Background: an optimization exercise with open tools, aiming at small area, a short achievable clock period and few clock cycles per item. Do not read the settings as production practice. In this exercise RTL edits were held to simulation tests only and were not proved equivalent to the original.

// ldg_chain
module ldg_chain (
    input  wire         clk,
    input  wire         rst,         
    input  wire         in_valid,
    output wire         in_ready,
    input  wire [1:0]   in_op,       
    input  wire [143:0] in_data,     
    output wire         out_valid,
    input  wire         out_ready,
    output wire [255:0] out_entry    
);
clock: 10.0 ns
lec_check: 0
cap_margin: 20
core_margin: 2
core_utilization: 55
cts_buf_list: sky130_fd_sc_hd__clkbuf_16
cts_cluster_diameter: 80
cts_cluster_size: 20
place_density: 0.65
slew_margin: 20
setup_slack_margin: 5.45
standard.sh (not shown) runs the stock make flow with config.mk's settings and CLKGATE_MAP_FILE= SYNTH_SCRIPT=/design/flow/synth_recipe.tcl, a recipe that flattens the netlist after the stock synthesis.
==> flow/flow/run.sh <==
#!/bin/bash
# Own layout flow: the standard flow (standard.sh: unchanged synthesis and
# steps, the design's clock and constraints), with two changes to how the
# layout is made:
#  - the port buffers that global placement inserts on every input and output
#    are the smallest plain buffer (buf_1) instead of the one buffer_ports
#    picks by itself (clkdlybuf4s50_1, 2.7 times the area);
#  - the timing repair aims for more setup slack than config.mk may ask for
#    (SETUP_SLACK_MARGIN), so that it sizes the round logic for a shorter
#    period. The clock period and the SDC are not changed.
# make's full output goes to flow_make.log in the work folder; each ORFS step
# also writes its own log under orfs/logs/.
set -euo pipefail
export BUFFER_PORTS_ARGS="-buffer_cell sky130_fd_sc_hd__buf_1"
margin=$(cat flow/margin.txt)
if grep -q '^export SETUP_SLACK_MARGIN' config.mk; then
  sed -i "s/^export SETUP_SLACK_MARGIN.*/export SETUP_SLACK_MARGIN = $margin/" config.mk
else
  echo "export SETUP_SLACK_MARGIN = $margin" >> config.mk
fi
cp config.mk config_used.mk
bash standard.sh finish > flow_make.log 2>&1
test -f out/final.def
==> flow/flow/margin.txt <==
5.45
The baseline went through all stages and came out clean.
Testbench counts at the start, summed over its fixed seeds: cycles 24,720, items 384.
Then changed:
--- a/flow/design.v
+++ b/flow/design.v
@@ -42,47 +42,44 @@
     endfunction
     reg         busy;        
     reg         gmode;       
     reg         wmode;       
     reg         rmode;       
     reg         pq;          
     reg  [2:0]  qph;         
     reg         pz;          
     reg         rstd;        
     reg         acc;         
     reg         ovalid;      
     reg  [5:0]  rc;          
-    reg         wsel;        
     reg  [11:0] seq;         
     reg  [31:0] a, b, c, d, e, f, g;
     reg  [31:0] hkw;         
     reg  [31:0] kreg;        
     reg  [31:0] p [0:7];     
     reg  [31:0] q [8:15];    
     wire amode = ~gmode & ~wmode & ~rmode;
     wire fin   = busy & (gmode ? (rc == 6'd23) : wmode ? (rc == 6'd17) :
                          rmode ? (rc == 6'd9) : (rc == 6'd0));
     wire last  = fin & ~rst;
     wire ofree = ~ovalid | out_ready;
     wire free  = ~rst & ~busy & ~acc;
     wire idle  = free & in_valid & ofree;
     wire start_app  = idle & (in_op == OP_APPEND) & ~rstd & ~pq;
     wire start_gen  = idle & (in_op == OP_GENESIS);
     wire start_worn = idle & (in_op == OP_WORN) & ~pq;
     wire start_rest = free & pq & ofree & (qph == 3'd7) &
                       ~(in_valid & (in_op != OP_APPEND));
     wire start = start_app | start_gen | start_worn | start_rest;
-    wire [5:0] rc_nxt;
     wire run   = ~rst & (busy | start);
-    assign rc_nxt = start_gen ? 6'd8 : (run & ~last) ? rc + 6'd1 : 6'd1;
     wire take_acc = acc & in_valid;
     wire rot   = run & amode & (rc >= 6'd1) & (rc <= 6'd8);     
     wire shift = run & (gmode ? (rc >= 6'd16) : amode ? (rc >= 6'd15) : busy);
     wire fill  = busy & wmode & (rc >= 6'd10);
     assign in_ready  = (fin & ~rmode) | acc;
     assign out_valid = ovalid;
     assign out_entry = {4'd0, seq, p[0][15:0], p[1], p[2], p[3], p[4], p[5], p[6], p[7]};
     wire [31:0] S1  = rotr(e, 6) ^ rotr(e, 11) ^ rotr(e, 25);
     wire [31:0] S0  = rotr(a, 2) ^ rotr(a, 13) ^ rotr(a, 22);
     wire [31:0] ch  = (e & f) ^ (~e & g);
     wire [31:0] mj  = (a & b) ^ (a & c) ^ (b & c);
     wire [63:0] t1c = csa(hkw, ch, S1);
@@ -749,25 +746,25 @@
     assign kn634 = ~kn289 & ~kn477;
     assign kn635 = ~kn633 & kn634;
     assign kn636 = ~kn199 & ~kn487;
     assign kn637 = kn110 & kn636;
     assign kn638 = kn340 & kn637;
     assign kn639 = ~kn184 & ~kn628;
     assign kn640 = ~kn166 & ~kn639;
     assign kn641 = kn623 & ~kn640;
     assign kn642 = kn638 & kn641;
     assign kz[0] = kn635 & kn642;
     wire [31:0] p0m = p[0] & {32{~pz}};
     wire [31:0] p1m = p[1] & {32{~pz}};
-    wire [31:0] wn  = wsel ? p1m : q[15];
+    wire [31:0] wn  = (rc <= 6'd7) ? p1m : q[15];
     wire [63:0] hc  = csa(g, kreg, wn);
     wire [31:0] hkw_n = hc[63:32] + hc[31:0];
     wire [31:0] ws0 = rotr(p[1], 7) ^ rotr(p[1], 18) ^ (p[1] >> 3);
     wire [31:0] ws1 = rotr(q[14], 17) ^ rotr(q[14], 19) ^ (q[14] >> 10);
     wire [63:0] wc1 = csa(ws1, q[9], ws0);
     wire [63:0] wc2 = csa(wc1[63:32], wc1[31:0], p[0]);
     wire [31:0] wnext = wc2[63:32] + wc2[31:0];
     reg [31:0] dword;
     always @(*) begin
         case (rc[2:0])
             3'd7:    dword = {4'd0, seq, in_data[143:128]};
             3'd0:    dword = in_data[127:96];
@@ -837,29 +834,27 @@
         end
         qph <= (last & wmode) ? 3'd1 : qph + 3'd1;
         if (rst) begin
             busy   <= 1'b0;
             gmode  <= 1'b0;
             wmode  <= 1'b0;
             rmode  <= 1'b0;
             pq     <= 1'b0;
             pz     <= 1'b1;
             acc    <= 1'b0;
             ovalid <= 1'b0;
             rc     <= 6'd1;
-            wsel   <= 1'b1;
             seq    <= 12'd0;
         end else begin
-            rc   <= rc_nxt;
-            wsel <= rc_nxt <= 6'd7;
+            rc   <= start_gen ? 6'd8 : (run & ~last) ? rc + 6'd1 : 6'd1;
             busy <= start | (busy & ~last);
             if (start) begin
                 gmode <= start_gen;
                 wmode <= start_worn;
                 rmode <= start_rest;
             end else if (last) begin
                 gmode <= 1'b0;
                 wmode <= 1'b0;
                 rmode <= 1'b0;
             end
             if (last & (amode | gmode))
                 pz <= 1'b0;
Synthesized area grows slightly.
Final cell count grows slightly.
Fmax grows by a few percent.
Routed wire length grows slightly.
Clock skew shrinks by 8.3 ps.
Register-to-register slack improves by 280 ps.
Final area grows slightly.
Worst setup slack improves by 280 ps.
Sequential share of layout area shrinks by 0.31 points.
Die area grows slightly.
Testbench counts after the change, summed over its fixed seeds: cycles 24,720, items 384.

what the ideal ports hide:
The flow's constraints put no driver on any port. The routed layouts listed below were extracted and timed again, unchanged, in two steps. Step 1 assumes that a clkbuf_16 drives the clock port and a buf_2 every other input. Step 2 moves the port delays by t, midway between the first and last clock arrival at a register: inputs arrive t later, outputs are due t later. That takes back most of the time a late clock gives input paths. a / b / c = ideal / step 1 / step 2; a / b = the first two.
run	t (ns)	setup WS [ns]	clock arrival spread, ns	slew at the worst register clock pin (ns)	cell pins on the clock port's net
the first run	0.711	5.078 / 5.078 / 4.836	0.048 / 0.048	0.10 / 0.10	1
the second run	0.730	5.353 / 5.353 / 4.815	0.034 / 0.034	0.09 / 0.09	1
After both steps every run listed still meets setup and hold. The setup slack of the second run, which loses most, moves by 0.000 ns with the drivers and by -0.538 ns with both steps.
